Context: an optimization exercise on an open-source flow, tuned for small area and a short achievable clock period. The choices shown serve that exercise and are no tape-out recipe. RTL that was checked went through simulation tests only; none was proved equivalent to the original. Only the layout flow was run in run 1; the RTL was not checked for function there. Power figures rest on the tool's default switching activity, not on a simulated workload.

==> flow/design.v (outline; a module is shown in full before it is edited, if it fits) <==
// module til_lane: 660 lines
// module til_lane_unit: 213 lines
module til_lane_unit #(
    parameter LANES = 4
) (
    input                    clk,
    input                    rst,
    input                    issue,
    input  [35:0]            instr,
    input  [LANES*18-1:0]    opa,
    input  [LANES*18-1:0]    opb,
    input  [LANES-1:0]       a_end,
    input  [LANES-1:0]       assigned,
    input                    batch_start,
    input                    flag_clr,
    output [LANES-1:0]       wr_en,
    output [LANES*18-1:0]    wr_data,
    output [LANES-1:0]       pred,
    output [LANES*4-1:0]     flags,
    output reg               trap,
    output reg [3:0]         trap_code
);
  // ...
==> flow/run.sh <==
#!/bin/bash
# synth_recipe.tcl (not shown) runs the flow's synth.tcl, then flattens the netlist and writes it again
# the make line also repeats each setting of config.mk as NAME=value (left out here)
make -C /OpenROAD-flow-scripts/flow DESIGN_CONFIG=/design/flow/config.mk WORK_HOME=/design/flow/orfs CLKGATE_MAP_FILE= SYNTH_SCRIPT=/design/flow/synth_recipe.tcl finish
==> flow/config.mk <==
export PLATFORM = sky130hd
export DESIGN_NAME = til_lane_unit
export DESIGN_NICKNAME = til_lane_unit
export VERILOG_FILES = /design/flow/design.v
export SDC_FILE = /design/flow/constraint.sdc
export NUM_CORES = 8
export LEC_CHECK = 0
export CAP_MARGIN = 20
export CORE_MARGIN = 2
export CORE_UTILIZATION = 35
export PLACE_DENSITY = 0.42
export SLEW_MARGIN = 20
==> flow/constraint.sdc <==
create_clock -name core_clock -period 18.0 [get_ports {clk}]
set_input_delay 3.6000 -clock core_clock [delete_from_list [all_inputs] [get_ports {clk}]]
set_output_delay 3.6000 -clock core_clock [all_outputs]
set_load 0.01 [all_outputs]
==> run_results.csv, run 1 <==
group,metric,value,unit
min_path,hold_depth,2,
finish,final_common_cell,"inv_1",
place,io_buffers,291,
cts,clk_pin_slew,0.06,ns
global_route,grt_pass1_wl,880000,um
cts,cts_buffer_depth,3,
finish,layout.nonclk_buf_frac,0.0605,
die,initial_core_util,0.352,
place,dp_slack,2.84,ns
critical_path,path_depth,34,
finish,design.seq.count,435,
timing,timing.final.crit_share,0.813,
cts,cts-root-buf,"clkbuf_16",
critical_path,endpoint,"g_lane[0].u_lane.acc0[38]",
synthesis,yosysWarnings,2,
global_route,grt_pass1_vias,105000,
synthesis,syn_area,101000,um2
synthesis,synth-compound-area-share,0.264,
synthesis,synth_fa_ha_area_frac,0.228,
cts,cts.repair.resized,0,
place,dp.cells,16200,
critical_path,endpoint_kind,"flop",
timing,holdWs,0.453,ns
cts,cts_setup_buffers,0,
critical_path,critical_path.top_delay_family,"adder cells",
cts,cts_buffers,58,
pwr,report.power.total,6.61,mW
place,place.gp.congestion,1.04,
global_route,grt_overflow,0,
pwr,internal-power,3.10,mW
timing,finalSetupViolCount,0,
global_route,grt_max_degree,116,
die,dieArea,292000,um2
synthesis,syn_area_per_cell,7.91,um2
die,die_w,540,um
critical_path,slowest_stage,"or4b_2",
pwr,sw_frac_of_total,0.532,
pwr,p_seq,0.994,mW
synthesis,yosysSeqAreaShare,0.0865,
critical_path,timing.rr.end,"g_lane[3].u_lane.acc1[32]",
finish,nClkBuffers,82,
critical_path,cp_common_cell,"fa_1",
outcome,status,"complete, no violations",
global_route,track_usage,0.426,
synthesis,yosys.area.top_type,"fa_1",
==> run 2, diff against run 1 <==
==> flow/design.v (replaced) <==
module til_lane (
    input             clk,
    input             rst,
    input             batch_start,
    input             flag_clr,
    input             exec,
    input      [31:0] ctl,
    input             opc0,
    input             bg,
    input             accen,
    input      [2:0]  v,
    input      [8:0]  bfld,
    input             tsl,
    input             tsh,
    input      [22:0] nth,
    input      [19:1] fsel,
    input      [17:0] a,
    input      [17:0] b,
    input             a_end,
    input             assigned,
    output reg        p,
    output reg [3:0]  flags,
    output reg        wr_en,
    output reg [17:0] wr_data
);
    reg [41:0] acc0, acc1;
    reg        sat0, sat1, sgn0, sgn1;
    wire en = exec & (p | ctl[27]);
    wire [19:0] xm = {{2{v[1] & a[17]}}, a};
    wire [20:0] y  = {{2{v[0] & b[17]}}, b, 1'b0};
    wire [19:0] pp [0:9];
    wire [9:0]  bneg;
    genvar i, j;
    generate
        for (i = 0; i < 10; i = i + 1) begin : g_booth
            wire y2 = y[2*i+2];
            wire y1 = y[2*i+1];
            wire y0 = y[2*i];
            wire one = (y1 ^ y0) & bg;
            wire two = ((y2 & ~y1 & ~y0) | (~y2 & y1 & y0)) & bg;
            assign bneg[i] = y2 ^ opc0;
            assign pp[i][0] = (one & xm[0]) ^ bneg[i];
            for (j = 1; j < 20; j = j + 1) begin : g_pp
                assign pp[i][j] = ((one & xm[j]) | (two & xm[j-1])) ^ bneg[i];
            end
        end
    endgenerate
    wire [18:0] xt   = {a[17] & (v[0] | v[1]), a};
    wire [42:0] xt43 = {{24{xt[18]}}, xt};
    wire [42:0] tpre = xt43 << bfld[4:0];
    wire [42:0] trow = ({43{tsl}} & tpre) | ({43{tsh}} & {tpre[10:0], 32'd0});
    wire [19:1] fit;
    generate
        for (i = 1; i < 19; i = i + 1) begin : g_fit
            assign fit[i] = (xt[18:i-1] == {(19-i+1){xt[18]}});
        end
    endgenerate
    assign fit[19] = 1'b1;
    wire unfit = |(fsel & ~fit);
    wire [41:0] acc0v   = sat0 ? {sgn0, {41{~sgn0}}} : acc0;
    wire [41:0] acc1v   = sat1 ? {sgn1, {41{~sgn1}}} : acc1;
    wire [41:0] acc_cur = v[2] ? acc1v : acc0v;
    wire [41:0] accr    = acc_cur & {42{accen}};
    wire [41:0] nin     = ctl[13] ? {24'd0, a} : acc_cur;
    wire hs0 = bneg[6] ^ accr[12];
    wire hc0 = bneg[6] & accr[12];
    wire hs1 = accr[13] ^ pp[0][13];
    wire hc1 = accr[13] & pp[0][13];
    wire fs0 = bneg[7] ^ accr[14] ^ pp[0][14];
    wire fc0 = (bneg[7] & accr[14]) | (bneg[7] & pp[0][14]) | (accr[14] & pp[0][14]);
    wire hs2 = pp[1][12] ^ pp[2][10];
    wire hc2 = pp[1][12] & pp[2][10];
    wire fs1 = accr[15] ^ pp[0][15] ^ pp[1][13];
    wire fc1 = (accr[15] & pp[0][15]) | (accr[15] & pp[1][13]) | (pp[0][15] & pp[1][13]);
    wire hs3 = pp[2][11] ^ pp[3][9];
    wire hc3 = pp[2][11] & pp[3][9];
    wire fs2 = bneg[8] ^ accr[16] ^ pp[0][16];
    wire fc2 = (bneg[8] & accr[16]) | (bneg[8] & pp[0][16]) | (accr[16] & pp[0][16]);
    wire fs3 = pp[1][14] ^ pp[2][12] ^ pp[3][10];
    wire fc3 = (pp[1][14] & pp[2][12]) | (pp[1][14] & pp[3][10]) | (pp[2][12] & pp[3][10]);
    wire hs4 = pp[4][8] ^ pp[5][6];
    wire hc4 = pp[4][8] & pp[5][6];
    wire fs4 = accr[17] ^ pp[0][17] ^ pp[1][15];
    wire fc4 = (accr[17] & pp[0][17]) | (accr[17] & pp[1][15]) | (pp[0][17] & pp[1][15]);
    wire fs5 = pp[2][13] ^ pp[3][11] ^ pp[4][9];
    wire fc5 = (pp[2][13] & pp[3][11]) | (pp[2][13] & pp[4][9]) | (pp[3][11] & pp[4][9]);
    wire hs5 = pp[5][7] ^ pp[6][5];
    wire hc5 = pp[5][7] & pp[6][5];
    wire fs6 = bneg[9] ^ accr[18] ^ pp[0][18];
    wire fc6 = (bneg[9] & accr[18]) | (bneg[9] & pp[0][18]) | (accr[18] & pp[0][18]);
    wire fs7 = pp[1][16] ^ pp[2][14] ^ pp[3][12];
    wire fc7 = (pp[1][16] & pp[2][14]) | (pp[1][16] & pp[3][12]) | (pp[2][14] & pp[3][12]);
    wire fs8 = pp[4][10] ^ pp[5][8] ^ pp[6][6];
    wire fc8 = (pp[4][10] & pp[5][8]) | (pp[4][10] & pp[6][6]) | (pp[5][8] & pp[6][6]);
    wire hs6 = pp[7][4] ^ pp[8][2];
    wire hc6 = pp[7][4] & pp[8][2];
    wire fs9 = 1'b1 ^ accr[19] ^ ~pp[0][19];
    wire fc9 = (1'b1 & accr[19]) | (1'b1 & ~pp[0][19]) | (accr[19] & ~pp[0][19]);
    wire fs10 = pp[1][17] ^ pp[2][15] ^ pp[3][13];
    wire fc10 = (pp[1][17] & pp[2][15]) | (pp[1][17] & pp[3][13]) | (pp[2][15] & pp[3][13]);
    wire fs11 = pp[4][11] ^ pp[5][9] ^ pp[6][7];
    wire fc11 = (pp[4][11] & pp[5][9]) | (pp[4][11] & pp[6][7]) | (pp[5][9] & pp[6][7]);
    wire fs12 = pp[7][5] ^ pp[8][3] ^ pp[9][1];
    wire fc12 = (pp[7][5] & pp[8][3]) | (pp[7][5] & pp[9][1]) | (pp[8][3] & pp[9][1]);
    wire fs13 = 1'b1 ^ accr[20] ^ pp[1][18];
    wire fc13 = (1'b1 & accr[20]) | (1'b1 & pp[1][18]) | (accr[20] & pp[1][18]);
    wire fs14 = pp[2][16] ^ pp[3][14] ^ pp[4][12];
    wire fc14 = (pp[2][16] & pp[3][14]) | (pp[2][16] & pp[4][12]) | (pp[3][14] & pp[4][12]);
    wire fs15 = pp[5][10] ^ pp[6][8] ^ pp[7][6];
    wire fc15 = (pp[5][10] & pp[6][8]) | (pp[5][10] & pp[7][6]) | (pp[6][8] & pp[7][6]);
    wire hs7 = pp[8][4] ^ pp[9][2];
    wire hc7 = pp[8][4] & pp[9][2];
    wire fs16 = accr[21] ^ ~pp[1][19] ^ pp[2][17];
    wire fc16 = (accr[21] & ~pp[1][19]) | (accr[21] & pp[2][17]) | (~pp[1][19] & pp[2][17]);
    wire fs17 = pp[3][15] ^ pp[4][13] ^ pp[5][11];
    wire fc17 = (pp[3][15] & pp[4][13]) | (pp[3][15] & pp[5][11]) | (pp[4][13] & pp[5][11]);
    wire fs18 = pp[6][9] ^ pp[7][7] ^ pp[8][5];
    wire fc18 = (pp[6][9] & pp[7][7]) | (pp[6][9] & pp[8][5]) | (pp[7][7] & pp[8][5]);
    wire fs19 = 1'b1 ^ accr[22] ^ pp[2][18];
    wire fc19 = (1'b1 & accr[22]) | (1'b1 & pp[2][18]) | (accr[22] & pp[2][18]);
    wire fs20 = pp[3][16] ^ pp[4][14] ^ pp[5][12];
    wire fc20 = (pp[3][16] & pp[4][14]) | (pp[3][16] & pp[5][12]) | (pp[4][14] & pp[5][12]);
    wire hs8 = pp[6][10] ^ pp[7][8];
    wire hc8 = pp[6][10] & pp[7][8];
    wire fs21 = accr[23] ^ ~pp[2][19] ^ pp[3][17];
    wire fc21 = (accr[23] & ~pp[2][19]) | (accr[23] & pp[3][17]) | (~pp[2][19] & pp[3][17]);
    wire fs22 = pp[4][15] ^ pp[5][13] ^ pp[6][11];
    wire fc22 = (pp[4][15] & pp[5][13]) | (pp[4][15] & pp[6][11]) | (pp[5][13] & pp[6][11]);
    wire fs23 = 1'b1 ^ accr[24] ^ pp[3][18];
    wire fc23 = (1'b1 & accr[24]) | (1'b1 & pp[3][18]) | (accr[24] & pp[3][18]);
    wire hs9 = pp[4][16] ^ pp[5][14];
    wire hc9 = pp[4][16] & pp[5][14];
    wire fs24 = accr[25] ^ ~pp[3][19] ^ pp[4][17];
    wire fc24 = (accr[25] & ~pp[3][19]) | (accr[25] & pp[4][17]) | (~pp[3][19] & pp[4][17]);
    wire hs10 = 1'b1 ^ accr[26];
    wire hc10 = 1'b1 & accr[26];
    wire hs11 = bneg[3] ^ accr[6];
    wire hc11 = bneg[3] & accr[6];
    wire hs12 = accr[7] ^ pp[0][7];
    wire hc12 = accr[7] & pp[0][7];
    wire fs25 = bneg[4] ^ accr[8] ^ pp[0][8];
    wire fc25 = (bneg[4] & accr[8]) | (bneg[4] & pp[0][8]) | (accr[8] & pp[0][8]);
    wire hs13 = pp[1][6] ^ pp[2][4];
    wire hc13 = pp[1][6] & pp[2][4];
    wire fs26 = accr[9] ^ pp[0][9] ^ pp[1][7];
    wire fc26 = (accr[9] & pp[0][9]) | (accr[9] & pp[1][7]) | (pp[0][9] & pp[1][7]);
    wire hs14 = pp[2][5] ^ pp[3][3];
    wire hc14 = pp[2][5] & pp[3][3];
    wire fs27 = bneg[5] ^ accr[10] ^ pp[0][10];
    wire fc27 = (bneg[5] & accr[10]) | (bneg[5] & pp[0][10]) | (accr[10] & pp[0][10]);
    wire fs28 = pp[1][8] ^ pp[2][6] ^ pp[3][4];
    wire fc28 = (pp[1][8] & pp[2][6]) | (pp[1][8] & pp[3][4]) | (pp[2][6] & pp[3][4]);
    wire hs15 = pp[4][2] ^ pp[5][0];
    wire hc15 = pp[4][2] & pp[5][0];
    wire fs29 = accr[11] ^ pp[0][11] ^ pp[1][9];
    wire fc29 = (accr[11] & pp[0][11]) | (accr[11] & pp[1][9]) | (pp[0][11] & pp[1][9]);
    wire fs30 = pp[2][7] ^ pp[3][5] ^ pp[4][3];
    wire fc30 = (pp[2][7] & pp[3][5]) | (pp[2][7] & pp[4][3]) | (pp[3][5] & pp[4][3]);
    wire hs16 = pp[5][1] ^ trow[11];
    wire hc16 = pp[5][1] & trow[11];
    wire fs31 = pp[0][12] ^ pp[1][10] ^ pp[2][8];
    wire fc31 = (pp[0][12] & pp[1][10]) | (pp[0][12] & pp[2][8]) | (pp[1][10] & pp[2][8]);
    wire fs32 = pp[3][6] ^ pp[4][4] ^ pp[5][2];
    wire fc32 = (pp[3][6] & pp[4][4]) | (pp[3][6] & pp[5][2]) | (pp[4][4] & pp[5][2]);
    wire fs33 = pp[6][0] ^ hs0 ^ trow[12];
    wire fc33 = (pp[6][0] & hs0) | (pp[6][0] & trow[12]) | (hs0 & trow[12]);
    wire fs34 = pp[1][11] ^ pp[2][9] ^ pp[3][7];
    wire fc34 = (pp[1][11] & pp[2][9]) | (pp[1][11] & pp[3][7]) | (pp[2][9] & pp[3][7]);
    wire fs35 = pp[4][5] ^ pp[5][3] ^ pp[6][1];
    wire fc35 = (pp[4][5] & pp[5][3]) | (pp[4][5] & pp[6][1]) | (pp[5][3] & pp[6][1]);
    wire fs36 = hc0 ^ hs1 ^ trow[13];
    wire fc36 = (hc0 & hs1) | (hc0 & trow[13]) | (hs1 & trow[13]);
    wire fs37 = pp[3][8] ^ pp[4][6] ^ pp[5][4];
    wire fc37 = (pp[3][8] & pp[4][6]) | (pp[3][8] & pp[5][4]) | (pp[4][6] & pp[5][4]);
    wire fs38 = pp[6][2] ^ pp[7][0] ^ hc1;
    wire fc38 = (pp[6][2] & pp[7][0]) | (pp[6][2] & hc1) | (pp[7][0] & hc1);
    wire fs39 = hs2 ^ fs0 ^ trow[14];
    wire fc39 = (hs2 & fs0) | (hs2 & trow[14]) | (fs0 & trow[14]);
    wire fs40 = pp[4][7] ^ pp[5][5] ^ pp[6][3];
    wire fc40 = (pp[4][7] & pp[5][5]) | (pp[4][7] & pp[6][3]) | (pp[5][5] & pp[6][3]);
    wire fs41 = pp[7][1] ^ hc2 ^ hs3;
    wire fc41 = (pp[7][1] & hc2) | (pp[7][1] & hs3) | (hc2 & hs3);
    wire fs42 = fc0 ^ fs1 ^ trow[15];
    wire fc42 = (fc0 & fs1) | (fc0 & trow[15]) | (fs1 & trow[15]);
    wire fs43 = pp[6][4] ^ pp[7][2] ^ pp[8][0];
    wire fc43 = (pp[6][4] & pp[7][2]) | (pp[6][4] & pp[8][0]) | (pp[7][2] & pp[8][0]);
    wire fs44 = hc3 ^ hs4 ^ fc1;
    wire fc44 = (hc3 & hs4) | (hc3 & fc1) | (hs4 & fc1);
    wire fs45 = fs2 ^ fs3 ^ trow[16];
    wire fc45 = (fs2 & fs3) | (fs2 & trow[16]) | (fs3 & trow[16]);
    wire fs46 = pp[7][3] ^ pp[8][1] ^ hc4;
    wire fc46 = (pp[7][3] & pp[8][1]) | (pp[7][3] & hc4) | (pp[8][1] & hc4);
    wire fs47 = hs5 ^ fc2 ^ fc3;
    wire fc47 = (hs5 & fc2) | (hs5 & fc3) | (fc2 & fc3);
    wire fs48 = fs4 ^ fs5 ^ trow[17];
    wire fc48 = (fs4 & fs5) | (fs4 & trow[17]) | (fs5 & trow[17]);
    wire fs49 = pp[9][0] ^ hc5 ^ hs6;
    wire fc49 = (pp[9][0] & hc5) | (pp[9][0] & hs6) | (hc5 & hs6);
    wire fs50 = fc4 ^ fc5 ^ fs6;
    wire fc50 = (fc4 & fc5) | (fc4 & fs6) | (fc5 & fs6);
    wire fs51 = fs7 ^ fs8 ^ trow[18];
    wire fc51 = (fs7 & fs8) | (fs7 & trow[18]) | (fs8 & trow[18]);
    wire fs52 = hc6 ^ fc6 ^ fc7;
    wire fc52 = (hc6 & fc6) | (hc6 & fc7) | (fc6 & fc7);
    wire fs53 = fc8 ^ fs9 ^ fs10;
    wire fc53 = (fc8 & fs9) | (fc8 & fs10) | (fs9 & fs10);
    wire fs54 = fs11 ^ fs12 ^ trow[19];
    wire fc54 = (fs11 & fs12) | (fs11 & trow[19]) | (fs12 & trow[19]);
    wire fs55 = hs7 ^ fc9 ^ fc10;
    wire fc55 = (hs7 & fc9) | (hs7 & fc10) | (fc9 & fc10);
    wire fs56 = fc11 ^ fc12 ^ fs13;
    wire fc56 = (fc11 & fc12) | (fc11 & fs13) | (fc12 & fs13);
    wire fs57 = fs14 ^ fs15 ^ trow[20];
    wire fc57 = (fs14 & fs15) | (fs14 & trow[20]) | (fs15 & trow[20]);
    wire fs58 = pp[9][3] ^ hc7 ^ fc13;
    wire fc58 = (pp[9][3] & hc7) | (pp[9][3] & fc13) | (hc7 & fc13);
    wire fs59 = fc14 ^ fc15 ^ fs16;
    wire fc59 = (fc14 & fc15) | (fc14 & fs16) | (fc15 & fs16);
    wire fs60 = fs17 ^ fs18 ^ trow[21];
    wire fc60 = (fs17 & fs18) | (fs17 & trow[21]) | (fs18 & trow[21]);
    wire fs61 = pp[8][6] ^ pp[9][4] ^ hs8;
    wire fc61 = (pp[8][6] & pp[9][4]) | (pp[8][6] & hs8) | (pp[9][4] & hs8);
    wire fs62 = fc16 ^ fc17 ^ fc18;
    wire fc62 = (fc16 & fc17) | (fc16 & fc18) | (fc17 & fc18);
    wire fs63 = fs19 ^ fs20 ^ trow[22];
    wire fc63 = (fs19 & fs20) | (fs19 & trow[22]) | (fs20 & trow[22]);
    wire fs64 = pp[7][9] ^ pp[8][7] ^ pp[9][5];
    wire fc64 = (pp[7][9] & pp[8][7]) | (pp[7][9] & pp[9][5]) | (pp[8][7] & pp[9][5]);
    wire fs65 = hc8 ^ fc19 ^ fc20;
    wire fc65 = (hc8 & fc19) | (hc8 & fc20) | (fc19 & fc20);
    wire fs66 = fs21 ^ fs22 ^ trow[23];
    wire fc66 = (fs21 & fs22) | (fs21 & trow[23]) | (fs22 & trow[23]);
    wire fs67 = pp[6][12] ^ pp[7][10] ^ pp[8][8];
    wire fc67 = (pp[6][12] & pp[7][10]) | (pp[6][12] & pp[8][8]) | (pp[7][10] & pp[8][8]);
    wire fs68 = pp[9][6] ^ hs9 ^ fc21;
    wire fc68 = (pp[9][6] & hs9) | (pp[9][6] & fc21) | (hs9 & fc21);
    wire fs69 = fc22 ^ fs23 ^ trow[24];
    wire fc69 = (fc22 & fs23) | (fc22 & trow[24]) | (fs23 & trow[24]);
    wire fs70 = pp[5][15] ^ pp[6][13] ^ pp[7][11];
    wire fc70 = (pp[5][15] & pp[6][13]) | (pp[5][15] & pp[7][11]) | (pp[6][13] & pp[7][11]);
    wire fs71 = pp[8][9] ^ pp[9][7] ^ hc9;
    wire fc71 = (pp[8][9] & pp[9][7]) | (pp[8][9] & hc9) | (pp[9][7] & hc9);
    wire fs72 = fc23 ^ fs24 ^ trow[25];
    wire fc72 = (fc23 & fs24) | (fc23 & trow[25]) | (fs24 & trow[25]);
    wire fs73 = pp[4][18] ^ pp[5][16] ^ pp[6][14];
    wire fc73 = (pp[4][18] & pp[5][16]) | (pp[4][18] & pp[6][14]) | (pp[5][16] & pp[6][14]);
    wire fs74 = pp[7][12] ^ pp[8][10] ^ pp[9][8];
    wire fc74 = (pp[7][12] & pp[8][10]) | (pp[7][12] & pp[9][8]) | (pp[8][10] & pp[9][8]);
    wire fs75 = hs10 ^ fc24 ^ trow[26];
    wire fc75 = (hs10 & fc24) | (hs10 & trow[26]) | (fc24 & trow[26]);
    wire fs76 = accr[27] ^ ~pp[4][19] ^ pp[5][17];
    wire fc76 = (accr[27] & ~pp[4][19]) | (accr[27] & pp[5][17]) | (~pp[4][19] & pp[5][17]);
    wire fs77 = pp[6][15] ^ pp[7][13] ^ pp[8][11];
    wire fc77 = (pp[6][15] & pp[7][13]) | (pp[6][15] & pp[8][11]) | (pp[7][13] & pp[8][11]);
    wire fs78 = pp[9][9] ^ hc10 ^ trow[27];
    wire fc78 = (pp[9][9] & hc10) | (pp[9][9] & trow[27]) | (hc10 & trow[27]);
    wire fs79 = 1'b1 ^ accr[28] ^ pp[5][18];
    wire fc79 = (1'b1 & accr[28]) | (1'b1 & pp[5][18]) | (accr[28] & pp[5][18]);
    wire fs80 = pp[6][16] ^ pp[7][14] ^ pp[8][12];
    wire fc80 = (pp[6][16] & pp[7][14]) | (pp[6][16] & pp[8][12]) | (pp[7][14] & pp[8][12]);
    wire hs17 = pp[9][10] ^ trow[28];
    wire hc17 = pp[9][10] & trow[28];
    wire fs81 = accr[29] ^ ~pp[5][19] ^ pp[6][17];
    wire fc81 = (accr[29] & ~pp[5][19]) | (accr[29] & pp[6][17]) | (~pp[5][19] & pp[6][17]);
    wire fs82 = pp[7][15] ^ pp[8][13] ^ pp[9][11];
    wire fc82 = (pp[7][15] & pp[8][13]) | (pp[7][15] & pp[9][11]) | (pp[8][13] & pp[9][11]);
    wire fs83 = 1'b1 ^ accr[30] ^ pp[6][18];
    wire fc83 = (1'b1 & accr[30]) | (1'b1 & pp[6][18]) | (accr[30] & pp[6][18]);
    wire hs18 = pp[7][16] ^ pp[8][14];
    wire hc18 = pp[7][16] & pp[8][14];
    wire fs84 = accr[31] ^ ~pp[6][19] ^ pp[7][17];
    wire fc84 = (accr[31] & ~pp[6][19]) | (accr[31] & pp[7][17]) | (~pp[6][19] & pp[7][17]);
    wire hs19 = 1'b1 ^ accr[32];
    wire hc19 = 1'b1 & accr[32];
    wire hs20 = bneg[1] ^ accr[2];
    wire hc20 = bneg[1] & accr[2];
    wire hs21 = accr[3] ^ pp[0][3];
    wire hc21 = accr[3] & pp[0][3];
    wire fs85 = bneg[2] ^ accr[4] ^ pp[0][4];
    wire fc85 = (bneg[2] & accr[4]) | (bneg[2] & pp[0][4]) | (accr[4] & pp[0][4]);
    wire hs22 = pp[1][2] ^ pp[2][0];
    wire hc22 = pp[1][2] & pp[2][0];
    wire fs86 = accr[5] ^ pp[0][5] ^ pp[1][3];
    wire fc86 = (accr[5] & pp[0][5]) | (accr[5] & pp[1][3]) | (pp[0][5] & pp[1][3]);
    wire hs23 = pp[2][1] ^ trow[5];
    wire hc23 = pp[2][1] & trow[5];
    wire fs87 = pp[0][6] ^ pp[1][4] ^ pp[2][2];
    wire fc87 = (pp[0][6] & pp[1][4]) | (pp[0][6] & pp[2][2]) | (pp[1][4] & pp[2][2]);
    wire fs88 = pp[3][0] ^ hs11 ^ trow[6];
    wire fc88 = (pp[3][0] & hs11) | (pp[3][0] & trow[6]) | (hs11 & trow[6]);
    wire fs89 = pp[1][5] ^ pp[2][3] ^ pp[3][1];
    wire fc89 = (pp[1][5] & pp[2][3]) | (pp[1][5] & pp[3][1]) | (pp[2][3] & pp[3][1]);
    wire fs90 = hc11 ^ hs12 ^ trow[7];
    wire fc90 = (hc11 & hs12) | (hc11 & trow[7]) | (hs12 & trow[7]);
    wire fs91 = pp[3][2] ^ pp[4][0] ^ hc12;
    wire fc91 = (pp[3][2] & pp[4][0]) | (pp[3][2] & hc12) | (pp[4][0] & hc12);
    wire fs92 = hs13 ^ fs25 ^ trow[8];
    wire fc92 = (hs13 & fs25) | (hs13 & trow[8]) | (fs25 & trow[8]);
    wire fs93 = pp[4][1] ^ hc13 ^ hs14;
    wire fc93 = (pp[4][1] & hc13) | (pp[4][1] & hs14) | (hc13 & hs14);
    wire fs94 = fc25 ^ fs26 ^ trow[9];
    wire fc94 = (fc25 & fs26) | (fc25 & trow[9]) | (fs26 & trow[9]);
    wire fs95 = hc14 ^ hs15 ^ fc26;
    wire fc95 = (hc14 & hs15) | (hc14 & fc26) | (hs15 & fc26);
    wire fs96 = fs27 ^ fs28 ^ trow[10];
    wire fc96 = (fs27 & fs28) | (fs27 & trow[10]) | (fs28 & trow[10]);
    wire fs97 = hc15 ^ fc27 ^ fc28;
    wire fc97 = (hc15 & fc27) | (hc15 & fc28) | (fc27 & fc28);
    wire fs98 = fs29 ^ fs30 ^ hs16;
    wire fc98 = (fs29 & fs30) | (fs29 & hs16) | (fs30 & hs16);
    wire fs99 = fc29 ^ fc30 ^ fs31;
    wire fc99 = (fc29 & fc30) | (fc29 & fs31) | (fc30 & fs31);
    wire fs100 = fs32 ^ hc16 ^ fs33;
    wire fc100 = (fs32 & hc16) | (fs32 & fs33) | (hc16 & fs33);
    wire fs101 = fc31 ^ fc32 ^ fs34;
    wire fc101 = (fc31 & fc32) | (fc31 & fs34) | (fc32 & fs34);
    wire fs102 = fs35 ^ fc33 ^ fs36;
    wire fc102 = (fs35 & fc33) | (fs35 & fs36) | (fc33 & fs36);
    wire fs103 = fc34 ^ fc35 ^ fs37;
    wire fc103 = (fc34 & fc35) | (fc34 & fs37) | (fc35 & fs37);
    wire fs104 = fs38 ^ fc36 ^ fs39;
    wire fc104 = (fs38 & fc36) | (fs38 & fs39) | (fc36 & fs39);
    wire fs105 = fc37 ^ fs40 ^ fc38;
    wire fc105 = (fc37 & fs40) | (fc37 & fc38) | (fs40 & fc38);
    wire fs106 = fs41 ^ fc39 ^ fs42;
    wire fc106 = (fs41 & fc39) | (fs41 & fs42) | (fc39 & fs42);
    wire fs107 = fc40 ^ fs43 ^ fc41;
    wire fc107 = (fc40 & fs43) | (fc40 & fc41) | (fs43 & fc41);
    wire fs108 = fs44 ^ fc42 ^ fs45;
    wire fc108 = (fs44 & fc42) | (fs44 & fs45) | (fc42 & fs45);
    wire fs109 = fc43 ^ fs46 ^ fc44;
    wire fc109 = (fc43 & fs46) | (fc43 & fc44) | (fs46 & fc44);
    wire fs110 = fs47 ^ fc45 ^ fs48;
    wire fc110 = (fs47 & fc45) | (fs47 & fs48) | (fc45 & fs48);
    wire fs111 = fc46 ^ fs49 ^ fc47;
    wire fc111 = (fc46 & fs49) | (fc46 & fc47) | (fs49 & fc47);
    wire fs112 = fs50 ^ fc48 ^ fs51;
    wire fc112 = (fs50 & fc48) | (fs50 & fs51) | (fc48 & fs51);
    wire fs113 = fc49 ^ fc50 ^ fs52;
    wire fc113 = (fc49 & fc50) | (fc49 & fs52) | (fc50 & fs52);
    wire fs114 = fs53 ^ fc51 ^ fs54;
    wire fc114 = (fs53 & fc51) | (fs53 & fs54) | (fc51 & fs54);
    wire fs115 = fc52 ^ fc53 ^ fs55;
    wire fc115 = (fc52 & fc53) | (fc52 & fs55) | (fc53 & fs55);
    wire fs116 = fs56 ^ fc54 ^ fs57;
    wire fc116 = (fs56 & fc54) | (fs56 & fs57) | (fc54 & fs57);
    wire fs117 = fc55 ^ fc56 ^ fs58;
    wire fc117 = (fc55 & fc56) | (fc55 & fs58) | (fc56 & fs58);
    wire fs118 = fs59 ^ fc57 ^ fs60;
    wire fc118 = (fs59 & fc57) | (fs59 & fs60) | (fc57 & fs60);
    wire fs119 = fs61 ^ fc58 ^ fc59;
    wire fc119 = (fs61 & fc58) | (fs61 & fc59) | (fc58 & fc59);
    wire fs120 = fs62 ^ fc60 ^ fs63;
    wire fc120 = (fs62 & fc60) | (fs62 & fs63) | (fc60 & fs63);
    wire fs121 = fs64 ^ fc61 ^ fc62;
    wire fc121 = (fs64 & fc61) | (fs64 & fc62) | (fc61 & fc62);
    wire fs122 = fs65 ^ fc63 ^ fs66;
    wire fc122 = (fs65 & fc63) | (fs65 & fs66) | (fc63 & fs66);
    wire fs123 = fc64 ^ fs67 ^ fc65;
    wire fc123 = (fc64 & fs67) | (fc64 & fc65) | (fs67 & fc65);
    wire fs124 = fs68 ^ fc66 ^ fs69;
    wire fc124 = (fs68 & fc66) | (fs68 & fs69) | (fc66 & fs69);
    wire fs125 = fc67 ^ fs70 ^ fs71;
    wire fc125 = (fc67 & fs70) | (fc67 & fs71) | (fs70 & fs71);
    wire fs126 = fc68 ^ fc69 ^ fs72;
    wire fc126 = (fc68 & fc69) | (fc68 & fs72) | (fc69 & fs72);
    wire fs127 = fc70 ^ fs73 ^ fs74;
    wire fc127 = (fc70 & fs73) | (fc70 & fs74) | (fs73 & fs74);
    wire fs128 = fc71 ^ fc72 ^ fs75;
    wire fc128 = (fc71 & fc72) | (fc71 & fs75) | (fc72 & fs75);
    wire fs129 = fc73 ^ fc74 ^ fs76;
    wire fc129 = (fc73 & fc74) | (fc73 & fs76) | (fc74 & fs76);
    wire fs130 = fs77 ^ fc75 ^ fs78;
    wire fc130 = (fs77 & fc75) | (fs77 & fs78) | (fc75 & fs78);
    wire fs131 = fc76 ^ fc77 ^ fs79;
    wire fc131 = (fc76 & fc77) | (fc76 & fs79) | (fc77 & fs79);
    wire fs132 = fs80 ^ hs17 ^ fc78;
    wire fc132 = (fs80 & hs17) | (fs80 & fc78) | (hs17 & fc78);
    wire fs133 = fc79 ^ fc80 ^ fs81;
    wire fc133 = (fc79 & fc80) | (fc79 & fs81) | (fc80 & fs81);
    wire fs134 = fs82 ^ trow[29] ^ hc17;
    wire fc134 = (fs82 & trow[29]) | (fs82 & hc17) | (trow[29] & hc17);
    wire fs135 = pp[9][12] ^ hs18 ^ fc81;
    wire fc135 = (pp[9][12] & hs18) | (pp[9][12] & fc81) | (hs18 & fc81);
    wire fs136 = fc82 ^ fs83 ^ trow[30];
    wire fc136 = (fc82 & fs83) | (fc82 & trow[30]) | (fs83 & trow[30]);
    wire fs137 = pp[8][15] ^ pp[9][13] ^ hc18;
    wire fc137 = (pp[8][15] & pp[9][13]) | (pp[8][15] & hc18) | (pp[9][13] & hc18);
    wire fs138 = fc83 ^ fs84 ^ trow[31];
    wire fc138 = (fc83 & fs84) | (fc83 & trow[31]) | (fs84 & trow[31]);
    wire fs139 = pp[7][18] ^ pp[8][16] ^ pp[9][14];
    wire fc139 = (pp[7][18] & pp[8][16]) | (pp[7][18] & pp[9][14]) | (pp[8][16] & pp[9][14]);
    wire fs140 = hs19 ^ fc84 ^ trow[32];
    wire fc140 = (hs19 & fc84) | (hs19 & trow[32]) | (fc84 & trow[32]);
    wire fs141 = accr[33] ^ ~pp[7][19] ^ pp[8][17];
    wire fc141 = (accr[33] & ~pp[7][19]) | (accr[33] & pp[8][17]) | (~pp[7][19] & pp[8][17]);
    wire fs142 = pp[9][15] ^ hc19 ^ trow[33];
    wire fc142 = (pp[9][15] & hc19) | (pp[9][15] & trow[33]) | (hc19 & trow[33]);
    wire fs143 = 1'b1 ^ accr[34] ^ pp[8][18];
    wire fc143 = (1'b1 & accr[34]) | (1'b1 & pp[8][18]) | (accr[34] & pp[8][18]);
    wire hs24 = pp[9][16] ^ trow[34];
    wire hc24 = pp[9][16] & trow[34];
    wire fs144 = accr[35] ^ ~pp[8][19] ^ pp[9][17];
    wire fc144 = (accr[35] & ~pp[8][19]) | (accr[35] & pp[9][17]) | (~pp[8][19] & pp[9][17]);
    wire hs25 = 1'b1 ^ accr[36];
    wire hc25 = 1'b1 & accr[36];
    wire hs26 = bneg[0] ^ accr[0];
    wire hc26 = bneg[0] & accr[0];
    wire hs27 = accr[1] ^ pp[0][1];
    wire hc27 = accr[1] & pp[0][1];
    wire fs145 = pp[0][2] ^ pp[1][0] ^ hs20;
    wire fc145 = (pp[0][2] & pp[1][0]) | (pp[0][2] & hs20) | (pp[1][0] & hs20);
    wire fs146 = pp[1][1] ^ hc20 ^ hs21;
    wire fc146 = (pp[1][1] & hc20) | (pp[1][1] & hs21) | (hc20 & hs21);
    wire fs147 = hc21 ^ hs22 ^ fs85;
    wire fc147 = (hc21 & hs22) | (hc21 & fs85) | (hs22 & fs85);
    wire fs148 = hc22 ^ fc85 ^ fs86;
    wire fc148 = (hc22 & fc85) | (hc22 & fs86) | (fc85 & fs86);
    wire fs149 = fc86 ^ fs87 ^ hc23;
    wire fc149 = (fc86 & fs87) | (fc86 & hc23) | (fs87 & hc23);
    wire fs150 = fc87 ^ fs89 ^ fc88;
    wire fc150 = (fc87 & fs89) | (fc87 & fc88) | (fs89 & fc88);
    wire fs151 = fc89 ^ fs91 ^ fc90;
    wire fc151 = (fc89 & fs91) | (fc89 & fc90) | (fs91 & fc90);
    wire fs152 = fc91 ^ fs93 ^ fc92;
    wire fc152 = (fc91 & fs93) | (fc91 & fc92) | (fs93 & fc92);
    wire fs153 = fc93 ^ fs95 ^ fc94;
    wire fc153 = (fc93 & fs95) | (fc93 & fc94) | (fs95 & fc94);
    wire fs154 = fc95 ^ fs97 ^ fc96;
    wire fc154 = (fc95 & fs97) | (fc95 & fc96) | (fs97 & fc96);
    wire fs155 = fc97 ^ fs99 ^ fc98;
    wire fc155 = (fc97 & fs99) | (fc97 & fc98) | (fs99 & fc98);
    wire fs156 = fc99 ^ fs101 ^ fc100;
    wire fc156 = (fc99 & fs101) | (fc99 & fc100) | (fs101 & fc100);
    wire fs157 = fc101 ^ fs103 ^ fc102;
    wire fc157 = (fc101 & fs103) | (fc101 & fc102) | (fs103 & fc102);
    wire fs158 = fc103 ^ fs105 ^ fc104;
    wire fc158 = (fc103 & fs105) | (fc103 & fc104) | (fs105 & fc104);
    wire fs159 = fc105 ^ fs107 ^ fc106;
    wire fc159 = (fc105 & fs107) | (fc105 & fc106) | (fs107 & fc106);
    wire fs160 = fc107 ^ fs109 ^ fc108;
    wire fc160 = (fc107 & fs109) | (fc107 & fc108) | (fs109 & fc108);
    wire fs161 = fc109 ^ fs111 ^ fc110;
    wire fc161 = (fc109 & fs111) | (fc109 & fc110) | (fs111 & fc110);
    wire fs162 = fc111 ^ fs113 ^ fc112;
    wire fc162 = (fc111 & fs113) | (fc111 & fc112) | (fs113 & fc112);
    wire fs163 = fc113 ^ fs115 ^ fc114;
    wire fc163 = (fc113 & fs115) | (fc113 & fc114) | (fs115 & fc114);
    wire fs164 = fc115 ^ fs117 ^ fc116;
    wire fc164 = (fc115 & fs117) | (fc115 & fc116) | (fs117 & fc116);
    wire fs165 = fc117 ^ fs119 ^ fc118;
    wire fc165 = (fc117 & fs119) | (fc117 & fc118) | (fs119 & fc118);
    wire fs166 = fc119 ^ fs121 ^ fc120;
    wire fc166 = (fc119 & fs121) | (fc119 & fc120) | (fs121 & fc120);
    wire fs167 = fc121 ^ fs123 ^ fc122;
    wire fc167 = (fc121 & fs123) | (fc121 & fc122) | (fs123 & fc122);
    wire fs168 = fs125 ^ fc123 ^ fc124;
    wire fc168 = (fs125 & fc123) | (fs125 & fc124) | (fc123 & fc124);
    wire fs169 = fs127 ^ fc125 ^ fc126;
    wire fc169 = (fs127 & fc125) | (fs127 & fc126) | (fc125 & fc126);
    wire fs170 = fc127 ^ fs129 ^ fc128;
    wire fc170 = (fc127 & fs129) | (fc127 & fc128) | (fs129 & fc128);
    wire fs171 = fc129 ^ fs131 ^ fc130;
    wire fc171 = (fc129 & fs131) | (fc129 & fc130) | (fs131 & fc130);
    wire fs172 = fc131 ^ fs133 ^ fs134;
    wire fc172 = (fc131 & fs133) | (fc131 & fs134) | (fs133 & fs134);
    wire fs173 = fc133 ^ fs135 ^ fs136;
    wire fc173 = (fc133 & fs135) | (fc133 & fs136) | (fs135 & fs136);
    wire fs174 = fs137 ^ fc135 ^ fc136;
    wire fc174 = (fs137 & fc135) | (fs137 & fc136) | (fc135 & fc136);
    wire fs175 = fs139 ^ fc137 ^ fc138;
    wire fc175 = (fs139 & fc137) | (fs139 & fc138) | (fc137 & fc138);
    wire fs176 = fc139 ^ fs141 ^ fc140;
    wire fc176 = (fc139 & fs141) | (fc139 & fc140) | (fs141 & fc140);
    wire fs177 = fc141 ^ fs143 ^ hs24;
    wire fc177 = (fc141 & fs143) | (fc141 & hs24) | (fs143 & hs24);
    wire fs178 = fc143 ^ fs144 ^ trow[35];
    wire fc178 = (fc143 & fs144) | (fc143 & trow[35]) | (fs144 & trow[35]);
    wire fs179 = pp[9][18] ^ hs25 ^ fc144;
    wire fc179 = (pp[9][18] & hs25) | (pp[9][18] & fc144) | (hs25 & fc144);
    wire fs180 = accr[37] ^ ~pp[9][19] ^ hc25;
    wire fc180 = (accr[37] & ~pp[9][19]) | (accr[37] & hc25) | (~pp[9][19] & hc25);
    wire hs28 = 1'b1 ^ accr[38];
    wire hc28 = 1'b1 & accr[38];
    wire hs29 = 1'b1 ^ accr[39];
    wire hc29 = 1'b1 & accr[39];
    wire hs30 = 1'b1 ^ accr[40];
    wire hc30 = 1'b1 & accr[40];
    wire hs31 = pp[0][0] ^ hs26;
    wire hc31 = pp[0][0] & hs26;
    wire fs181 = hc26 ^ hs27 ^ trow[1];
    wire fc181 = (hc26 & hs27) | (hc26 & trow[1]) | (hs27 & trow[1]);
    wire fs182 = hc27 ^ trow[2] ^ fs145;
    wire fc182 = (hc27 & trow[2]) | (hc27 & fs145) | (trow[2] & fs145);
    wire fs183 = trow[3] ^ fc145 ^ fs146;
    wire fc183 = (trow[3] & fc145) | (trow[3] & fs146) | (fc145 & fs146);
    wire fs184 = trow[4] ^ fc146 ^ fs147;
    wire fc184 = (trow[4] & fc146) | (trow[4] & fs147) | (fc146 & fs147);
    wire fs185 = hs23 ^ fc147 ^ fs148;
    wire fc185 = (hs23 & fc147) | (hs23 & fs148) | (fc147 & fs148);
    wire fs186 = fc148 ^ fs88 ^ fs149;
    wire fc186 = (fc148 & fs88) | (fc148 & fs149) | (fs88 & fs149);
    wire fs187 = fs90 ^ fc149 ^ fs150;
    wire fc187 = (fs90 & fc149) | (fs90 & fs150) | (fc149 & fs150);
    wire fs188 = fs92 ^ fc150 ^ fs151;
    wire fc188 = (fs92 & fc150) | (fs92 & fs151) | (fc150 & fs151);
    wire fs189 = fs94 ^ fc151 ^ fs152;
    wire fc189 = (fs94 & fc151) | (fs94 & fs152) | (fc151 & fs152);
    wire fs190 = fs96 ^ fc152 ^ fs153;
    wire fc190 = (fs96 & fc152) | (fs96 & fs153) | (fc152 & fs153);
    wire fs191 = fs98 ^ fc153 ^ fs154;
    wire fc191 = (fs98 & fc153) | (fs98 & fs154) | (fc153 & fs154);
    wire fs192 = fc154 ^ fs100 ^ fs155;
    wire fc192 = (fc154 & fs100) | (fc154 & fs155) | (fs100 & fs155);
    wire fs193 = fs102 ^ fc155 ^ fs156;
    wire fc193 = (fs102 & fc155) | (fs102 & fs156) | (fc155 & fs156);
    wire fs194 = fs104 ^ fc156 ^ fs157;
    wire fc194 = (fs104 & fc156) | (fs104 & fs157) | (fc156 & fs157);
    wire fs195 = fs106 ^ fc157 ^ fs158;
    wire fc195 = (fs106 & fc157) | (fs106 & fs158) | (fc157 & fs158);
    wire fs196 = fs108 ^ fc158 ^ fs159;
    wire fc196 = (fs108 & fc158) | (fs108 & fs159) | (fc158 & fs159);
    wire fs197 = fs110 ^ fc159 ^ fs160;
    wire fc197 = (fs110 & fc159) | (fs110 & fs160) | (fc159 & fs160);
    wire fs198 = fs112 ^ fc160 ^ fs161;
    wire fc198 = (fs112 & fc160) | (fs112 & fs161) | (fc160 & fs161);
    wire fs199 = fs114 ^ fc161 ^ fs162;
    wire fc199 = (fs114 & fc161) | (fs114 & fs162) | (fc161 & fs162);
    wire fs200 = fs116 ^ fc162 ^ fs163;
    wire fc200 = (fs116 & fc162) | (fs116 & fs163) | (fc162 & fs163);
    wire fs201 = fs118 ^ fc163 ^ fs164;
    wire fc201 = (fs118 & fc163) | (fs118 & fs164) | (fc163 & fs164);
    wire fs202 = fs120 ^ fc164 ^ fs165;
    wire fc202 = (fs120 & fc164) | (fs120 & fs165) | (fc164 & fs165);
    wire fs203 = fs122 ^ fc165 ^ fs166;
    wire fc203 = (fs122 & fc165) | (fs122 & fs166) | (fc165 & fs166);
    wire fs204 = fs124 ^ fc166 ^ fs167;
    wire fc204 = (fs124 & fc166) | (fs124 & fs167) | (fc166 & fs167);
    wire fs205 = fs126 ^ fc167 ^ fs168;
    wire fc205 = (fs126 & fc167) | (fs126 & fs168) | (fc167 & fs168);
    wire fs206 = fs128 ^ fc168 ^ fs169;
    wire fc206 = (fs128 & fc168) | (fs128 & fs169) | (fc168 & fs169);
    wire fs207 = fs130 ^ fc169 ^ fs170;
    wire fc207 = (fs130 & fc169) | (fs130 & fs170) | (fc169 & fs170);
    wire fs208 = fs132 ^ fc170 ^ fs171;
    wire fc208 = (fs132 & fc170) | (fs132 & fs171) | (fc170 & fs171);
    wire fs209 = fc132 ^ fs172 ^ fc171;
    wire fc209 = (fc132 & fs172) | (fc132 & fc171) | (fs172 & fc171);
    wire fs210 = fc134 ^ fs173 ^ fc172;
    wire fc210 = (fc134 & fs173) | (fc134 & fc172) | (fs173 & fc172);
    wire fs211 = fs138 ^ fc173 ^ fs174;
    wire fc211 = (fs138 & fc173) | (fs138 & fs174) | (fc173 & fs174);
    wire fs212 = fs140 ^ fc174 ^ fs175;
    wire fc212 = (fs140 & fc174) | (fs140 & fs175) | (fc174 & fs175);
    wire fs213 = fs142 ^ fc175 ^ fs176;
    wire fc213 = (fs142 & fc175) | (fs142 & fs176) | (fc175 & fs176);
    wire fs214 = fc142 ^ fs177 ^ fc176;
    wire fc214 = (fc142 & fs177) | (fc142 & fc176) | (fs177 & fc176);
    wire fs215 = hc24 ^ fs178 ^ fc177;
    wire fc215 = (hc24 & fs178) | (hc24 & fc177) | (fs178 & fc177);
    wire fs216 = trow[36] ^ fs179 ^ fc178;
    wire fc216 = (trow[36] & fs179) | (trow[36] & fc178) | (fs179 & fc178);
    wire fs217 = trow[37] ^ fs180 ^ fc179;
    wire fc217 = (trow[37] & fs180) | (trow[37] & fc179) | (fs180 & fc179);
    wire fs218 = hs28 ^ fc180 ^ trow[38];
    wire fc218 = (hs28 & fc180) | (hs28 & trow[38]) | (fc180 & trow[38]);
    wire fs219 = hc28 ^ hs29 ^ trow[39];
    wire fc219 = (hc28 & hs29) | (hc28 & trow[39]) | (hs29 & trow[39]);
    wire fs220 = hc29 ^ hs30 ^ trow[40];
    wire fc220 = (hc29 & hs30) | (hc29 & trow[40]) | (hs30 & trow[40]);
    wire fs221 = ~accr[41] ^ hc30 ^ trow[41];
    wire fc221 = (~accr[41] & hc30) | (~accr[41] & trow[41]) | (hc30 & trow[41]);
    wire [43:0] tsum = {1'b1, fc221, fc220, fc219, fc218, fc217, fc216, fc215, fc214, fc213, fc212, fc211, fc210, fc209, fc208, fc207, fc206, fc205, fc204, fc203, fc202, fc201, fc200, fc199, fc198, fc197, fc196, fc195, fc194, fc193, fc192, fc191, fc190, fc189, fc188, fc187, fc186, fc185, fc184, fc183, fc182, fc181, hc31, trow[0]};
    wire [43:0] tcar = {1'b0, ~trow[42], fs221, fs220, fs219, fs218, fs217, fs216, fs215, fs214, fs213, fs212, fs211, fs210, fs209, fs208, fs207, fs206, fs205, fs204, fs203, fs202, fs201, fs200, fs199, fs198, fs197, fs196, fs195, fs194, fs193, fs192, fs191, fs190, fs189, fs188, fs187, fs186, fs185, fs184, fs183, fs182, fs181, hs31};
    wire [43:0] ssum = tsum + tcar;
    wire        ovf  = !((ssum[43] & ssum[42] & ssum[41]) | (~ssum[43] & ~ssum[42] & ~ssum[41]));
    wire        big  = ctl[3] & unfit;
    wire        sat_acc = ovf | big;
    wire        sat_neg = big ? xt[18] : ssum[43];
    wire        clr   = rst | batch_start;
    wire        we0   = en & ctl[4] & !v[2];
    wire        we1   = en & ctl[4] &  v[2];
    wire        hold0 = !clr & !we0;
    wire        hold1 = !clr & !we1;
    wire        ld0   = !clr & we0;
    wire        ld1   = !clr & we1;
    wire [41:0] acc0_d = ({42{hold0}} & acc0) | ({42{ld0}} & ssum[41:0]);
    wire [41:0] acc1_d = ({42{hold1}} & acc1) | ({42{ld1}} & ssum[41:0]);
    wire [5:0] ns = bfld[5:0];
    wire       nsg = nin[41];
    reg [42:0] w;           
    reg        sticky;
    integer    k;
    always @(*) begin
        w = {nin, 1'b0};
        sticky = 1'b0;
        if (ns[5]) begin
            sticky = sticky | (|w[31:0]);
            w = {{32{nsg}}, w[42:32]};
        end
        if (ns[4]) begin
            sticky = sticky | (|w[15:0]);
            w = {{16{nsg}}, w[42:16]};
        end
        if (ns[3]) begin
            sticky = sticky | (|w[7:0]);
            w = {{8{nsg}}, w[42:8]};
        end
        if (ns[2]) begin
            sticky = sticky | (|w[3:0]);
            w = {{4{nsg}}, w[42:4]};
        end
        if (ns[1]) begin
            sticky = sticky | (|w[1:0]);
            w = {{2{nsg}}, w[42:2]};
        end
        if (ns[0]) begin
            sticky = sticky | w[0];
            w = {nsg, w[42:1]};
        end
    end
    wire        nguard = w[0];
    wire [18:0] nq     = w[19:1];
    wire [40:18] hiok;
    generate
        for (i = 18; i <= 40; i = i + 1) begin : g_hi
            assign hiok[i] = nth[i-18] | (nin[i] == nsg);
        end
    endgenerate
    wire        ninr   = &hiok;
    wire        nup    = ctl[30] & nguard & (sticky | nq[0]);
    wire [19:0] nr     = {nq[18], nq} + {19'd0, nup};
    wire        n_sfit = (nr[19:17] == 3'b000) | (nr[19:17] == 3'b111);
    wire        n_hi   = ninr ? (v[0] ? (!nr[19] & !n_sfit) : (!nr[19] & nr[18])) : !nsg;
    wire        n_lo   = ninr ? (v[0] ? (nr[19] & !n_sfit) : nr[19]) : nsg;
    wire        sx    = ctl[11];
    wire        inv_a = ctl[9] | (ctl[10] & a[17]);
    wire        use_b = !(ctl[9] | ctl[10]);
    wire        cin   = ctl[8] | inv_a;
    wire [19:0] pa    = {{2{sx & a[17]}}, a} ^ {20{inv_a}};
    wire [19:0] qb    = ({{2{sx & b[17]}}, b} ^ {20{ctl[8]}}) & {20{use_b}};
    wire [19:0] asum  = pa + qb + {19'd0, cin};
    wire        lt    = asum[19];
    wire        eq    = (a == b);
    wire        a_hi  = v[0] ? (!asum[19] & (asum[18] | asum[17])) : (!asum[19] & asum[18]);
    wire        a_lo  = v[0] ? (asum[19] & !(asum[18] & asum[17])) : asum[19];
    reg cond;
    always @(*) begin
        case (v)
            3'd0:    cond = eq;
            3'd1:    cond = !eq;
            3'd2:    cond = lt;
            3'd3:    cond = lt | eq;
            3'd4:    cond = !lt & !eq;
            default: cond = !lt;
        endcase
    end
    wire shl_hi = unfit & !xt[18];
    wire shl_lo = unfit & xt[18];
    wire cv_hi  = !v[1] & v[0] & a[17];
    wire cv_lo  = v[1] & !v[0] & a[17];
    wire sat_hi = (ctl[6] & n_hi) | (ctl[7] & a_hi) | (ctl[12] & shl_hi) | (ctl[14] & cv_hi);
    wire sat_lo = (ctl[6] & n_lo) | (ctl[7] & a_lo) | (ctl[12] & shl_lo) | (ctl[14] & cv_lo);
    wire s_a = ctl[15] | ctl[14] | (ctl[20] & lt) | (ctl[21] & !lt) | (ctl[19] & p);
    wire s_b = (ctl[20] & !lt) | (ctl[21] & lt) | (ctl[19] & !p);
    wire [17:0] raw = ({18{ctl[6] | ctl[13]}}  & nr[17:0])
                    | ({18{ctl[7]}}  & asum[17:0])
                    | ({18{ctl[12]}} & trow[17:0])
                    | ({18{s_a}}     & a)
                    | ({18{s_b}}     & b)
                    | ({18{ctl[16]}} & (a & b))
                    | ({18{ctl[17]}} & (a | b))
                    | ({18{ctl[18]}} & (a ^ b))
                    | ({18{ctl[22]}} & {14'd0, flags});
    wire [17:0] d_val = sat_hi ? {~v[0], {17{1'b1}}} :
                        sat_lo ? {v[0], 17'd0} : raw;
    reg p_next;
    always @(*) begin
        if (ctl[26]) begin
            case (v[1:0])
                2'b00: p_next = 1'b1;
                2'b01: p_next = !p;
                2'b10: p_next = 1'b0;
                default: p_next = assigned;
            endcase
        end else if (ctl[24])
            p_next = ctl[25] ? (p & cond) : cond;
        else
            p_next = p;
    end
    wire       sat_any = sat_hi | sat_lo;
    wire [3:0] fl_set  = {a_end, ctl[29] & sat_any, ctl[6] & sat_any, ctl[4] & sat_acc};
    wire [3:0] fl_clr  = bfld[3:0] & {4{ctl[23]}};
    wire       fkeep   = !(rst | flag_clr);
    wire [3:0] fhold   = {4{fkeep}} & flags & ~({4{en}} & fl_clr);
    wire       facc    = fkeep & en & ctl[4];
    wire [3:0] flags_d = {fhold[3:1] | ({3{fkeep & en}} & fl_set[3:1]),
                          fhold[0] | (facc & big) | (facc & ovf)};
    always @(posedge clk) begin
        acc0 <= acc0_d;
        acc1 <= acc1_d;
        sat0 <= (hold0 & sat0) | (ld0 & sat_acc);
        sat1 <= (hold1 & sat1) | (ld1 & sat_acc);
        if (we0) sgn0 <= sat_neg;
        if (we1) sgn1 <= sat_neg;
        if (rst | batch_start)
            p <= 1'b1;
        else if (en)
            p <= p_next;
        flags <= flags_d;
        wr_en   <= !rst & en & ctl[28];
        wr_data <= d_val;
    end
endmodule
module til_lane_unit #(
    parameter LANES = 4
) (
    input                    clk,
    input                    rst,
    input                    issue,
    input  [35:0]            instr,
    input  [LANES*18-1:0]    opa,
    input  [LANES*18-1:0]    opb,
    input  [LANES-1:0]       a_end,
    input  [LANES-1:0]       assigned,
    input                    batch_start,
    input                    flag_clr,
    output [LANES-1:0]       wr_en,
    output [LANES*18-1:0]    wr_data,
    output [LANES-1:0]       pred,
    output [LANES*4-1:0]     flags,
    output reg               trap,
    output reg [3:0]         trap_code
);
    wire [5:0] opc  = instr[35:30];
    wire [2:0] v    = instr[29:27];
    wire [8:0] dfld = instr[26:18];
    wire [8:0] afld = instr[17:9];
    wire [8:0] bfld = instr[8:0];
    wire v_zero = (v == 3'd0);
    wire d_zero = (dfld == 9'd0);
    wire a_zero = (afld == 9'd0);
    wire b_zero = (bfld == 9'd0);
    reg lane_op;
    reg undefined;
    reg bad_field;
    always @(*) begin
        lane_op   = 1'b0;
        undefined = 1'b0;
        bad_field = 1'b0;
        case (opc)
            6'h00: begin                                    
                lane_op   = 1'b1;
                bad_field = !(v_zero && d_zero && a_zero && b_zero);
            end
            6'h01, 6'h02, 6'h03, 6'h04, 6'h05, 6'h06, 6'h07,
            6'h08, 6'h09, 6'h0C, 6'h0D,
            6'h29, 6'h2A, 6'h2B, 6'h2C: ;                   
            6'h0A: begin                                    
                lane_op   = 1'b1;
                bad_field = !(v_zero && a_zero && b_zero);
            end
            6'h0B: begin                                    
                lane_op   = 1'b1;
                bad_field = !(v_zero && d_zero && a_zero && bfld[8:4] == 5'd0);
            end
            6'h10, 6'h11, 6'h12: begin                      
                lane_op   = 1'b1;
                bad_field = !d_zero;
            end
            6'h13, 6'h14: begin                             
                lane_op   = 1'b1;
                bad_field = v[0] || !d_zero || bfld[8:6] != 3'd0 || bfld[5:0] > 6'd41;
            end
            6'h15: begin                                    
                lane_op   = 1'b1;
                bad_field = !a_zero || bfld[8:6] != 3'd0 || bfld[5:0] > 6'd41;
            end
            6'h16, 6'h17, 6'h1A, 6'h1B: begin               
                lane_op   = 1'b1;
                bad_field = v[2:1] != 2'd0;
            end
            6'h18, 6'h19: begin                             
                lane_op   = 1'b1;
                bad_field = v != 3'b001 || !b_zero;
            end
            6'h1C, 6'h1D: begin                             
                lane_op   = 1'b1;
                bad_field = v[2:1] != 2'd0 || bfld[8:5] != 4'd0 || bfld[4:0] > 5'd17;
            end
            6'h1E: begin                                    
                lane_op   = 1'b1;
                bad_field = v[2] || !b_zero;
            end
            6'h1F: begin                                    
                lane_op   = 1'b1;
                bad_field = !v_zero || !b_zero;
            end
            6'h20, 6'h21, 6'h22, 6'h23: begin               
                lane_op   = 1'b1;
                bad_field = !v_zero;
            end
            6'h24, 6'h25, 6'h26, 6'h27: begin               
                lane_op   = 1'b1;
                bad_field = v[2:1] == 2'b11 || !d_zero;
            end
            6'h28: begin                                    
                lane_op   = 1'b1;
                bad_field = v[2] || !d_zero || !a_zero || !b_zero;
            end
            default: undefined = 1'b1;                      
        endcase
    end
    wire take  = issue && !batch_start;
    wire exec  = take && lane_op && !bad_field;
    always @(posedge clk) begin
        if (rst)
            trap <= 1'b0;
        else
            trap <= take && (undefined || (lane_op && bad_field));
        trap_code <= {2'b00, !undefined, undefined};
    end
    wire op_mac    = (opc == 6'h10);
    wire op_msu    = (opc == 6'h11);
    wire op_mul    = (opc == 6'h12);
    wire op_accld  = (opc == 6'h13);
    wire op_accadd = (opc == 6'h14);
    wire op_narrow = (opc == 6'h15);
    wire op_add    = (opc == 6'h16);
    wire op_sub    = (opc == 6'h17);
    wire op_neg    = (opc == 6'h18);
    wire op_abs    = (opc == 6'h19);
    wire op_min    = (opc == 6'h1A);
    wire op_max    = (opc == 6'h1B);
    wire op_shl    = (opc == 6'h1C);
    wire op_shr    = (opc == 6'h1D);
    wire op_conv   = (opc == 6'h1E);
    wire op_mov    = (opc == 6'h1F);
    wire op_and    = (opc == 6'h20);
    wire op_or     = (opc == 6'h21);
    wire op_xor    = (opc == 6'h22);
    wire op_sel    = (opc == 6'h23);
    wire op_cmp    = (opc[5:2] == 4'b1001);                 
    wire op_setp   = (opc == 6'h28);
    wire op_flagrd = (opc == 6'h0A);
    wire op_flagclr= (opc == 6'h0B);
    wire op_booth  = op_mac | op_msu | op_mul;
    wire op_ld     = op_accld | op_accadd;
    wire bg    = !(opc[2] | (opc[1] & opc[0]));
    wire ten   = !bg;
    wire accen = !opc[1] | opc[2];
    wire tsl = ten && !bfld[5];
    wire tsh = ten &&  bfld[5];
    wire [22:0] nth;
    genvar t;
    generate
        for (t = 0; t < 23; t = t + 1) begin : g_th
            assign nth[t] = (bfld[5:0] > t);
        end
    endgenerate
    wire [5:0] shl_m = 6'd18 - {1'b0, bfld[4:0]} + {5'd0, !v[0]};
    wire [5:0] ld_m  = 6'd43 - bfld[5:0];
    wire [19:1] fsel;
    generate
        for (t = 1; t < 20; t = t + 1) begin : g_fsel
            assign fsel[t] = (op_shl && shl_m == t) ||
                             (op_ld && bfld[5:0] >= 6'd25 && ld_m == t);
        end
    endgenerate
    wire [31:0] ctl;
    assign ctl[0]  = op_booth;                    
    assign ctl[1]  = op_msu;                      
    assign ctl[2]  = !(op_mul | op_accld);        
    assign ctl[3]  = op_ld;                       
    assign ctl[4]  = op_booth | op_ld;            
    assign ctl[5]  = 1'b0;
    assign ctl[6]  = op_narrow;
    assign ctl[7]  = op_add | op_sub | op_neg | op_abs;    
    assign ctl[8]  = op_sub | op_min | op_max | op_cmp;    
    assign ctl[9]  = op_neg;
    assign ctl[10] = op_abs;
    assign ctl[11] = op_cmp ? !opc[0] : v[0];     
    assign ctl[12] = op_shl;
    assign ctl[13] = op_shr;
    assign ctl[14] = op_conv;
    assign ctl[15] = op_mov;
    assign ctl[16] = op_and;
    assign ctl[17] = op_or;
    assign ctl[18] = op_xor;
    assign ctl[19] = op_sel;
    assign ctl[20] = op_min;
    assign ctl[21] = op_max;
    assign ctl[22] = op_flagrd;
    assign ctl[23] = op_flagclr;
    assign ctl[24] = op_cmp;
    assign ctl[25] = opc[1];                      
    assign ctl[26] = op_setp;
    assign ctl[27] = op_sel | op_cmp | op_setp;   
    assign ctl[28] = op_narrow | op_add | op_sub | op_neg | op_abs | op_min |
                     op_max | op_shl | op_shr | op_conv | op_mov | op_and |
                     op_or | op_xor | op_sel | op_flagrd;    
    assign ctl[29] = op_add | op_sub | op_neg | op_abs | op_shl | op_conv;   
    assign ctl[30] = op_narrow & !v[1];           
    assign ctl[31] = 1'b0;
    genvar l;
    generate
        for (l = 0; l < LANES; l = l + 1) begin : g_lane
            til_lane u_lane (
                .clk        (clk),
                .rst        (rst),
                .batch_start(batch_start),
                .flag_clr   (flag_clr),
                .exec       (exec),
                .ctl        (ctl),
                .opc0       (opc[0]),
                .bg         (bg),
                .accen      (accen),
                .v          (v),
                .bfld       (bfld),
                .tsl        (tsl),
                .tsh        (tsh),
                .nth        (nth),
                .fsel       (fsel),
                .a          (opa[l*18 +: 18]),
                .b          (opb[l*18 +: 18]),
                .a_end      (a_end[l]),
                .assigned   (assigned[l]),
                .p          (pred[l]),
                .flags      (flags[l*4 +: 4]),
                .wr_en      (wr_en[l]),
                .wr_data    (wr_data[l*18 +: 18])
            );
        end
    endgenerate
endmodule
--- a/flow/config.mk
+++ b/flow/config.mk
@@ -4,9 +4,10 @@
 export VERILOG_FILES = /design/flow/design.v
 export SDC_FILE = /design/flow/constraint.sdc
 export NUM_CORES = 8
 export LEC_CHECK = 0
 export CAP_MARGIN = 20
 export CORE_MARGIN = 2
 export CORE_UTILIZATION = 35
 export PLACE_DENSITY = 0.42
+export SETUP_SLACK_MARGIN = 5
 export SLEW_MARGIN = 20
==> run 2 against run 1 <==
Critical path type unchanged; largest cell class unchanged; setup slack improved by 2.0 ns; clock power increased by 15%; worst hold slack worse by 0.0013 ns; critical endpoint is now g_lane[0].u_lane.flags[0]; final cell count is 6.6% higher; first-iteration DRC count down 8.7%; die area is 1.5% higher; combinational power grew to 5.8 times the previous value; synthesized cell count increased by 7.8%; area after synthesis up 1.6%.
==> run_results.csv, run 2 <==
group,metric,value,unit
min_path,hold_depth,2,
finish,postLayoutCellArea,112000,um2
critical_path,cp_data_arrival_time,13.37,ns
place,place.gp.congestion,1.05,
synthesis,synth.distinct_cells,112,
detailed_routing,wire_per_inst,36.3,um
die,dieArea,297000,um2
synthesis,synthFlopType,"dfxtp_1",
critical_path,reg2reg_slack,8.36,ns
critical_path,timing.rr.end,"g_lane[3].u_lane.sat0",
die,rows,198,
synthesis,yosysWarnings,2,
cts,cts_setup_buffers,0,
synthesis,synth_seq_cells,451,
timing,fin_skew,0.114,ns
global_route,grt_pass1_vias,106000,
cts,cts_buffers,70,
cts,cts_tree,"yes",
place,io_buffers,291,
synthesis,yosysSeqAreaShare,0.0891,
synthesis,syn_area,102000,um2
critical_path,r2r_cells,26,
place,dp_slack,4.27,ns
critical_path,crit_path_start_kind,"primary input",
timing,timing.final.crit_share,0.705,
detailed_routing,via_per_inst,6.41,
critical_path,cp_common_cell,"fa_1",
detailed_routing,drt_pre_antenna_iters,9,
critical_path,endpoint_kind,"flop",
pwr,report.power.total,27.8,mW
outcome,status,"complete, no violations",
timing,holdWs,0.451,ns
synthesis,synthMuxAreaShare,0.0489,
global_route,grt_overflow,0,
finish,syn_to_final_growth,9.72,%
place,hpwl,471000,um
timing,finalSetupViolCount,0,
die,die_w,545,um
die,die_height,545,um
synthesis,synth-compound-area-share,0.255,
synthesis,synth_fa_ha_area_frac,0.235,
cts,clk_pin_slew,0.06,ns
cts,cts-root-buf,"clkbuf_16",
finish,final_common_cell,"nand2_1",
detailed_routing,dr_total_vias,111000,
critical_path,critical_path.top_delay_family,"compound AO/OA/AOI/OAI gates",
timing,post-route-min-period,12.69,ns
critical_path,rr_startpoint,"g_lane[3].u_lane.sat1",
synthesis,syn_area_per_cell,7.45,um2
finish,final_cell_mix,"1339 x nand2_1, 1282 x inv_1, 1075 x nor2_1",
cts,cts_buffer_depth,4,
synthesis,yosysTopAreaCellShare,0.171,
cts,htreeDepth,3,
global_route,grt_pass1_wl,866000,um
finish,multiInputGateArea,84200,um2
detailed_routing,drtAntennaViolNets,0,
global_route,antenna_found_initial,55,
critical_path,slowest_stage,"o22ai_1",
global_route,track_usage,0.412,
timing,worstMarginPinSlew,1.35,ns
global_route,grt_max_degree,120,
detailed_routing,drc,0,
synthesis,yosys-top-cells-count,"1343 x nand2_1, 1284 x inv_1, 1099 x nor2_1, 1002 x a21oi_1, 931 x xnor2_1",
finish,regArea,9110,um2
die,initial_core_util,0.352,
synthesis,yosys.area.top_type,"fa_1",
cts,cts.repair.resized,0,
critical_path,critical_path_required,18.68,ns
synthesis,synthArstFlopShare,0,
die,io-pin-count,294,
timing,rsz0062_at_grt,"no",
run 2: changes by cell type after synthesis, moves of 124 or more:
| cell | before | now |
|---|---|---|
| xor2_1 | 234 | 399 |
| a221o_1 | 145 | 21 |
| nor2_1 | 915 | 1099 |
| ha_1 | 402 | 526 |
| nand2_1 | 816 | 1343 |
| a21oi_1 | 744 | 1002 |
| mux2i_1 | 402 | 265 |
run 2: cell type report:
type / instances / share of cell area
multi-input cells: 10800 / 0.751
flip-flops and latches: 451 / 0.0812
repair buffers: 791 / 0.0603
inverters: 1306 / 0.0439
well taps: 3900 / 0.0435
clock buffers: 88 / 0.0168
clock inverters: 28 / 0.00277
diodes: 36 / 0.000803
run 2: metrics by stage:
stage,cells,utilization
detailed placement,17200,0.377
global placement,17200,0.377
global route,17300,0.385
finish,17400,0.386
floorplan,13700,-
CTS,17300,0.385
run 2: logic make-up (layout without fill, tap and decap cells):
| logic type | Yosys count | after routing |
|---|---|---|
| AOI/OAI and AO/OA | 3930 | 3930 |
| xor gates and xnor gates | 1330 | 1330 |
| adders and majority gates | 1401 | 1401 |
| buffers and inverters | 2487 | 2213 |
| DFF | 451 | 451 |
| muxes | 404 | 404 |
| other | 1 | 38 |
| and+or+nand+nor | 3715 | 3715 |
run 2: worst max path at each step:
stage,from,endpoint,slack (ns),depth (start not counted)
floorplan,instr[3],g_lane[3].u_lane.flags[0],5.29,39
global placement,instr[0],g_lane[1].u_lane.flags[0],3.82,27
detailed placement,instr[30],g_lane[1].u_lane.sat0,4.27,27
CTS,instr[30],g_lane[1].u_lane.sat0,5.08,27
global route,instr[1],g_lane[0].u_lane.flags[0],5.02,33
finish,instr[1],g_lane[0].u_lane.flags[0],5.31,32
run 2: routing by layer:
metal / wire length, um / GRT usage / part of all wire
met1: 258000 / 0.541 / 0.41
met2: 263000 / 0.604 / 0.42
met3: 71000 / 0.125 / 0.11
met4: 38900 / 0.217 / 0.062
met5: 478 / 0.00422 / 0.00076
run 2: where the power goes:
group	switching, mW	total [mW]	internal (mW)
Clock	0.585	1.39	0.804
Sequential	0.0114	1.04	1.03
Combinational	16.9	25.4	8.49
Total	17.5	27.8	10.3
run 2: worst min-delay path, stage by stage (launching register included):
cell and delay (ns):
dfxtp_1 0.30, nand2_1 0.05, a21oi_1 0.05

==> port drivers added, routing unchanged <==
Ports are ideal in the flow. The routed layouts listed here were re-timed in OpenROAD. Step 1 assumes that a clkbuf_16 drives the clock port and a buf_2 every other input. Step 2, shift: input delay + t, output delay - t, t = (earliest + latest rising clock arrival at the registers) / 2. This alone moves slack from input paths to output paths. Three values: ideal, step 1, step 2; two values: the first two.
| run | t, ns | setup slack, ns | worst data-port slew with drivers (ns) |
|---|---|---|---|
| run 1 | 0.852 | 3.358 / 3.440 / 2.588 | 0.31 |
| run 2 | 0.894 | 5.311 / 5.329 / 4.435 | 0.12 |
After both steps every run listed still meets setup and hold. For run 2, which loses most, drivers alone change the setup slack by +0.018 ns; drivers and shift together by -0.876 ns.
